This is an optimization exercise on Yosys and OpenROAD, whose aim is small area, a short achievable clock period and few clock cycles per item, not a production implementation. The RTL was checked by simulation tests, not by an equivalence proof against the original design.

==> flow/design.v <==
module cluster_finder (
    input  wire         clk,
    input  wire         rst,           
    input  wire [13:0]  cl_seed,       
    input  wire         in_valid,
    output wire         in_ready,
    input  wire [139:0] in_row,        
    input  wire [9:0]   in_miss,       
    input  wire [15:0]  in_cn,         
    input  wire [11:0]  in_addr,
    input  wire         in_ts_lost,
    input  wire         in_nsync,
    output wire         out_valid,
    input  wire         out_ready,
    output wire [191:0] out_frame
);
    localparam [1:0] S_LOAD = 2'd0,
                     S_SCAN = 2'd1,
                     S_OUT  = 2'd2;
    reg  [1:0]   state;
    reg  [3:0]   row_cnt;           
    reg  [5:0]   k;                 
    reg  [139:0] rows  [0:9];       
    reg  [9:0]   mrows [0:9];       
    reg  [15:0]  h_cn;
    reg  [11:0]  h_addr;
    reg          h_ts_lost, h_nsync;
    wire         edge_row = (row_cnt == 4'd0) || (row_cnt == 4'd9);
    wire [9:0]   ring_mask = edge_row ? 10'h3ff : 10'h201;
    wire [9:0]   miss_in   = in_miss & ring_mask;
    reg  [139:0] row_in;
    integer p;
    always @(*) begin
        for (p = 0; p < 10; p = p + 1)
            row_in[14*p +: 14] = miss_in[p] ? 14'd0 : in_row[14*p +: 14];
    end
    wire [3:0]   fr = {1'b0, k[5:3]} + 4'd1;
    wire [3:0]   fq = {1'b0, k[2:0]} + 4'd1;
    wire [139:0] row_n = rows[fr - 4'd1];
    wire [139:0] row_c = rows[fr];
    wire [139:0] row_s = rows[fr + 4'd1];
    wire [9:0]   mr_n  = mrows[fr - 4'd1];
    wire [9:0]   mr_c  = mrows[fr];
    wire [9:0]   mr_s  = mrows[fr + 4'd1];
    wire [13:0]  v    = row_c[14*fq +: 14];
    wire [13:0]  nb0  = row_n[14*fq +: 14];
    wire [13:0]  nb1  = row_n[14*(fq+4'd1) +: 14];
    wire [13:0]  nb2  = row_c[14*(fq+4'd1) +: 14];
    wire [13:0]  nb3  = row_s[14*(fq+4'd1) +: 14];
    wire [13:0]  nb4  = row_s[14*fq +: 14];
    wire [13:0]  nb5  = row_s[14*(fq-4'd1) +: 14];
    wire [13:0]  nb6  = row_c[14*(fq-4'd1) +: 14];
    wire [13:0]  nb7  = row_n[14*(fq-4'd1) +: 14];
    wire [13:0]  thr  = (cl_seed == 14'd0) ? 14'd1 : cl_seed;
    wire         seed = (v >= thr)
                     && (v >  nb0) && (v >  nb1) && (v >= nb2) && (v >= nb3)
                     && (v >= nb4) && (v >= nb5) && (v >  nb6) && (v >  nb7);
    wire [17:0]  sum9 = v + nb0 + nb1 + nb2 + nb3 + nb4 + nb5 + nb6 + nb7;
    wire [13:0]  energy = (sum9 > 18'd16383) ? 14'h3fff : sum9[13:0];
    wire [2:0]   mwin_n = mr_n[fq - 4'd1 +: 3];
    wire [2:0]   mwin_c = mr_c[fq - 4'd1 +: 3];
    wire [2:0]   mwin_s = mr_s[fq - 4'd1 +: 3];
    wire         em = (mwin_n != 3'd0) || (mwin_c != 3'd0) || (mwin_s != 3'd0);
    reg  [2:0]   shape;
    reg  [13:0]  best;
    always @(*) begin
        shape = 3'd0;
        best  = nb0;
        if (nb1 > best) begin best = nb1; shape = 3'd1; end
        if (nb2 > best) begin best = nb2; shape = 3'd2; end
        if (nb3 > best) begin best = nb3; shape = 3'd3; end
        if (nb4 > best) begin best = nb4; shape = 3'd4; end
        if (nb5 > best) begin best = nb5; shape = 3'd5; end
        if (nb6 > best) begin best = nb6; shape = 3'd6; end
        if (nb7 > best) begin best = nb7; shape = 3'd7; end
    end
    wire [23:0]  cand = {k, energy, em, shape};
    reg  [23:0]  cl [0:5];
    reg  [2:0]   nseed;             
    reg  [5:0]   above;             
    integer i;
    always @(*) begin
        for (i = 0; i < 6; i = i + 1)
            above[i] = (energy > cl[i][17:4]);
    end
    reg  [9:0]   ring_miss;
    always @(*) begin
        ring_miss = mrows[0] | mrows[9];
        for (i = 1; i < 9; i = i + 1)
            ring_miss = ring_miss | mrows[i];
    end
    wire         edge_missing = (ring_miss != 10'd0);
    wire         cl_ovf = (nseed == 3'd7);
    wire [175:0] body = {h_cn, h_addr, h_ts_lost, edge_missing, cl_ovf, h_nsync,
                         cl[0], cl[1], cl[2], cl[3], cl[4], cl[5]};
    reg  [15:0]  crc;
    reg          fb;
    always @(*) begin
        crc = 16'hffff;
        for (i = 175; i >= 0; i = i - 1) begin
            fb  = crc[15] ^ body[i];
            crc = {crc[14:0], 1'b0} ^ (fb ? 16'h1021 : 16'h0000);
        end
    end
    assign in_ready  = (state == S_LOAD);
    assign out_valid = (state == S_OUT);
    assign out_frame = {body, crc};
    always @(posedge clk) begin
        if (rst) begin
            state     <= S_LOAD;
            row_cnt   <= 4'd0;
            k         <= 6'd0;
            nseed     <= 3'd0;
            for (i = 0; i < 6; i = i + 1)
                cl[i] <= 24'd0;
        end else begin
            case (state)
            S_LOAD: if (in_valid) begin
                rows[row_cnt]  <= row_in;
                mrows[row_cnt] <= miss_in;
                if (row_cnt == 4'd0) begin
                    h_cn      <= in_cn;
                    h_addr    <= in_addr;
                    h_ts_lost <= in_ts_lost;
                    h_nsync   <= in_nsync;
                end
                if (row_cnt == 4'd9) begin
                    row_cnt <= 4'd0;
                    k       <= 6'd0;
                    nseed   <= 3'd0;
                    for (i = 0; i < 6; i = i + 1)
                        cl[i] <= 24'd0;
                    state   <= S_SCAN;
                end else begin
                    row_cnt <= row_cnt + 4'd1;
                end
            end
            S_SCAN: begin
                if (seed) begin
                    if (nseed != 3'd7)
                        nseed <= nseed + 3'd1;
                    if (above[0])
                        cl[0] <= cand;
                    for (i = 1; i < 6; i = i + 1) begin
                        if (above[i])
                            cl[i] <= above[i-1] ? cl[i-1] : cand;
                    end
                end
                k <= k + 6'd1;
                if (k == 6'd63)
                    state <= S_OUT;
            end
            S_OUT: if (out_ready)
                state <= S_LOAD;
            default: state <= S_LOAD;
            endcase
        end
    end
endmodule
==> flow/run.sh <==
#!/bin/bash
# synth_recipe.tcl (not shown) runs the flow's synth.tcl, then flattens the netlist and writes it again
# the make line also repeats each setting of config.mk as NAME=value (left out here)
make -C /OpenROAD-flow-scripts/flow DESIGN_CONFIG=/design/flow/config.mk WORK_HOME=/design/flow/orfs CLKGATE_MAP_FILE= SYNTH_SCRIPT=/design/flow/synth_recipe.tcl finish
==> flow/config.mk <==
export PLATFORM = sky130hd
export DESIGN_NAME = cluster_finder
export DESIGN_NICKNAME = cluster_finder
export VERILOG_FILES = /design/flow/design.v
export SDC_FILE = /design/flow/constraint.sdc
export NUM_CORES = 4
export LEC_CHECK = 0
export CAP_MARGIN = 20
export CORE_MARGIN = 2
export CORE_UTILIZATION = 40
export PLACE_DENSITY = 0.6
export SLEW_MARGIN = 20
==> flow/constraint.sdc <==
create_clock -name core_clock -period 20.0 [get_ports {clk}]
set_input_delay 4.0000 -clock core_clock [delete_from_list [all_inputs] [get_ports {clk}]]
set_output_delay 4.0000 -clock core_clock [all_outputs]
set_load 0.01 [all_outputs]
==> out/summary.txt <==
outcome = no timing/DRC/antenna violations
fin. max-slew vios = 0
Post-synth EDFFs = 1590
Worst Clk Skew = 108 ps
Max Root-Sink Buffers = 4
Mapped Cells = 10700
hpwl dp = 401 mm
Startpoint Class = register
area of the mapped netlist = 126000 um2
Tmin final = 18630 ps
vias in the first global route = 96300
warning count from the yosys run = 2
# IOs = 392
Setup CP Type = register to register
dpl ws = 1140 ps
first-pass GRT wire length = 759 mm
Max Cap Violations = 0
core area = 314000 um2
final hold violation count = 0
NumNets Final = 11700
crit path capture type = register
maximum fanout along the worst path = 102
Fmax = 53.7 MHz
crit path DAT = 19290 ps
wire length per cell = 35.9 um
pin count of the biggest net entering global routing = 136
Post-Route Utilization = 45.9%
routability cong. = 1.10
layout cell share with drive strength beyond 1 = 17.8%
Setup violations, final = 0
clock latency (worst-skew pair) = 930 ps
RSZ-0062 raised after global routing = no
CTS hold repair buffers = 0
Port-buffer cells = 391
synth unique cells = 77
post-synthesis average cell area = 11.8 um2
Worst Hold End = nseed[2]$_SDFFE_PP0P_
Worst Hold Launch = nseed[2]$_SDFFE_PP0P_
reg-to-reg startpoint = k[3]$_SDFFE_PP0P_
clock slew at reported path FFs = 60 ps
vias per cell = 6.47
Root Driver = clkbuf_16
Area Growth Syn to Fin = 14.5%
dpl cell area = 138000 um2
CP Launch Point = k[3]$_SDFFE_PP0P_
row count = 206
Finished Cell Area = 144000 um2
global route overflow = 0
Worst Max-Slew Pin Slew = 1420 ps
Yosys reg bits = 1749
All-Layer GR Usage = 33.7%
async set-reset flop share out of synthesis = 0%
Crit path largest cell delay = 730 ps
initial antenna violation count = 47
Die Y = 565 um
First DRT Iteration DRCs = 13100
WP data required = 20660 ps
First-pass DRT Iterations = 13
R2R setup slack = 1370 ps
Critical Path Most Common Cell = a21oi_1
max_slew headroom = 2.44%
DRC = 0
Initial Util = 40.1%
cts bufs inserted = 201
antenna viol nets, final = 0
Die W = 565 um
clk sink count = 1749
Min-Delay Path Class = register to register
Reg2Reg Depth = 100
setup ws final = 1370 ps
Routed WL = 552 mm
CTS H-tree depth = 4
TritonCTS clock tree = done
Post-synth top flop = edfxtp_1
register area share after synthesis = 40.4%
routed vias = 99600
syn nets = 11300
die area = 320000 um2
fin crit share = 93.1%
reg2reg end = cl[1][1]$_SDFFE_PP0P_
Slowest cell on crit path = mux2i_2
WHS Path Cells = 2
Total Negative Setup Slacks = 0 ps
-- worst max-delay path by stage --
stage,to,slack [ps]
after floorplan,cl[2][1]$_SDFFE_PP0P_,1480
after global placement,cl[1][1]$_SDFFE_PP0P_,390
after detailed placement,cl[1][1]$_SDFFE_PP0P_,1140
after CTS,cl[1][1]$_SDFFE_PP0P_,1050
after global routing,cl[1][1]$_SDFFE_PP0P_,130
final,cl[1][1]$_SDFFE_PP0P_,1370
-- layer usage --
metal | routed length [um] | track usage (%) | vias up | share of wire, %
li1 | - | - | 41400 | -
met2 | 240000 | 50.7 | 6060 | 43
met3 | 60300 | 8.93 | 1272 | 11
met1 | 216000 | 44.1 | 50800 | 39
met4 | 35300 | 19.0 | 26 | 6.4
met5 | 186 | 0 | - | 0.034
-- what timing repair did --
| action | in CTS | in global routing |
|---|---|---|
| gates resized for setup | 0 | 17 |
| setup endpoints to repair | 0 | 18 |
| buffers inserted | 0 | 15 |
-- sequential cells by signal, indices dropped and copies added, names as in the netlist --
| register | cells |
|---|---|
| cl | 144 |
| h_addr | 12 |
| h_cn | 16 |
| h_nsync | 1 |
| h_ts_lost | 1 |
| k | 6 |
| mrows | 160 |
| nseed | 3 |
| row_cnt | 4 |
| rows | 1400 |
| state | 2 |
-- critical path: cells and delay by family (launching register included) --
family	cells	cell delay, ps
AO/OA/AOI/OAI	47	7650
multiplexers	9	3470
adder cells (fa/ha/maj)	8	2300
AND/OR/NAND/NOR	26	2200
buffers and inverters	10	2200
flip-flops	1	390
-- area by class of cell --
class | instances | area [um2]
Clock buffer | 242 | 5240
Tap cell | 4160 | 5200
Multi-Input combinational cell | 7679 | 71000
Timing Repair Buffer | 1000 | 9180
Fill cell | 28400 | 170000
Inverter | 400 | 1530
Sequential cell | 1749 | 50900
Clock inverter | 116 | 1110
Antenna cell | 44 | 110
-- logic make-up (layout without fill, tap and decap cells) --
family                   count (synthesis)  after routing  synth area share (%)
AO/OA/AOI/OAI                         2042           2042                  9.76
adder cells (fa/ha/maj)                452            452                  5.09
buffers and inverters                 1244           1758                  3.73
other                                    0             44                     0
XOR/XNOR                               564            564                  6.68
AND/OR/NAND/NOR                       2256           2256                  8.16
flip-flops                            1749           1749                  40.4
multiplexers                          2365           2365                  26.2
-- cell usage in the layout (no fill, tap or decap), types with 59 or more instances in the layout --
cell / netlist / layout
edfxtp_1: 1590 / 1590
mux2i_1: 1452 / 1430
nor2_1: 780 / 766
a21oi_1: 748 / 731
mux4_2: 725 / 725
nand2_1: 600 / 594
buf_4: 6 / 554
o21ai_0: 507 / 438
inv_1: 397 / 392
clkdlybuf4s50_1: 0 / 388
ha_1: 350 / 346
nand3_1: 227 / 227
xnor2_1: 230 / 227
nor2b_1: 204 / 204
clkbuf_16: 0 / 204
a211oi_1: 198 / 197
mux2_2: 188 / 188
xnor3_1: 179 / 179
dfxtp_1: 159 / 154
and2_1: 128 / 127
o22ai_1: 118 / 118
fa_1: 101 / 100
nor3_1: 89 / 82
xor2_1: 77 / 73
nand4_1: 72 / 72
o22a_1: 67 / 67
o21ai_1: 1 / 65
o211ai_1: 63 / 63
a211o_1: 59 / 59
-- synth_stat cells (all sizes together), types with 204 or more instances --
master | number | area, um2
edfxtp | 1590 | 47700
mux2i | 1452 | 14500
nor2 | 780 | 2930
a21oi | 748 | 3740
mux4 | 725 | 16300
clkbuf | 602 | 2260
nand2 | 600 | 2250
o21ai | 508 | 2540
inv | 398 | 1490
ha | 350 | 4380
xnor2 | 253 | 2430
buf | 242 | 936
nand3 | 227 | 1140
nor2b | 204 | 1280
-- per-stage QoR --
| step | hold slack (ps) | std cells |
|---|---|---|
| after floorplan | 450 | 10700 |
| after global placement | 459 | 15000 |
| after detailed placement | 467 | 15000 |
| after CTS | 475 | 15300 |
| after global routing | 497 | 15400 |
| final | 473 | 15400 |
Testbench counts, summed over its fixed seeds: cycles 24,000, frames 320.

## what the ideal ports hide
The results above use ideal ports. As a check the final layout listed here was re-extracted and re-timed, cells and wires unchanged. Step 1 (the two cells are an assumption about what drives the block):
set clk [get_ports {clk}]
set_driving_cell -lib_cell sky130_fd_sc_hd__clkbuf_16 $clk
set_driving_cell -lib_cell sky130_fd_sc_hd__buf_2 [delete_from_list [all_inputs] $clk]
Step 2 moves the port delays by t, midway between the first and last clock arrival at a register: inputs arrive t later, outputs are due t later. That takes back most of the time a late clock gives input paths. Three values: ideal, step 1, step 2; two values: the first two.
t (ns): 0.984
setup WS [ns]: 1.374 / 1.374 / 1.374
hold slack, ns: 0.473 / 0.473 / 0.473
worst setup path after step 2: register to register
latest minus earliest clock arrival (ns): 0.121 / 0.121
After both steps this run still meets setup and hold. The setup slack of this run moves by 0.000 ns with the drivers and by 0.000 ns with both steps.
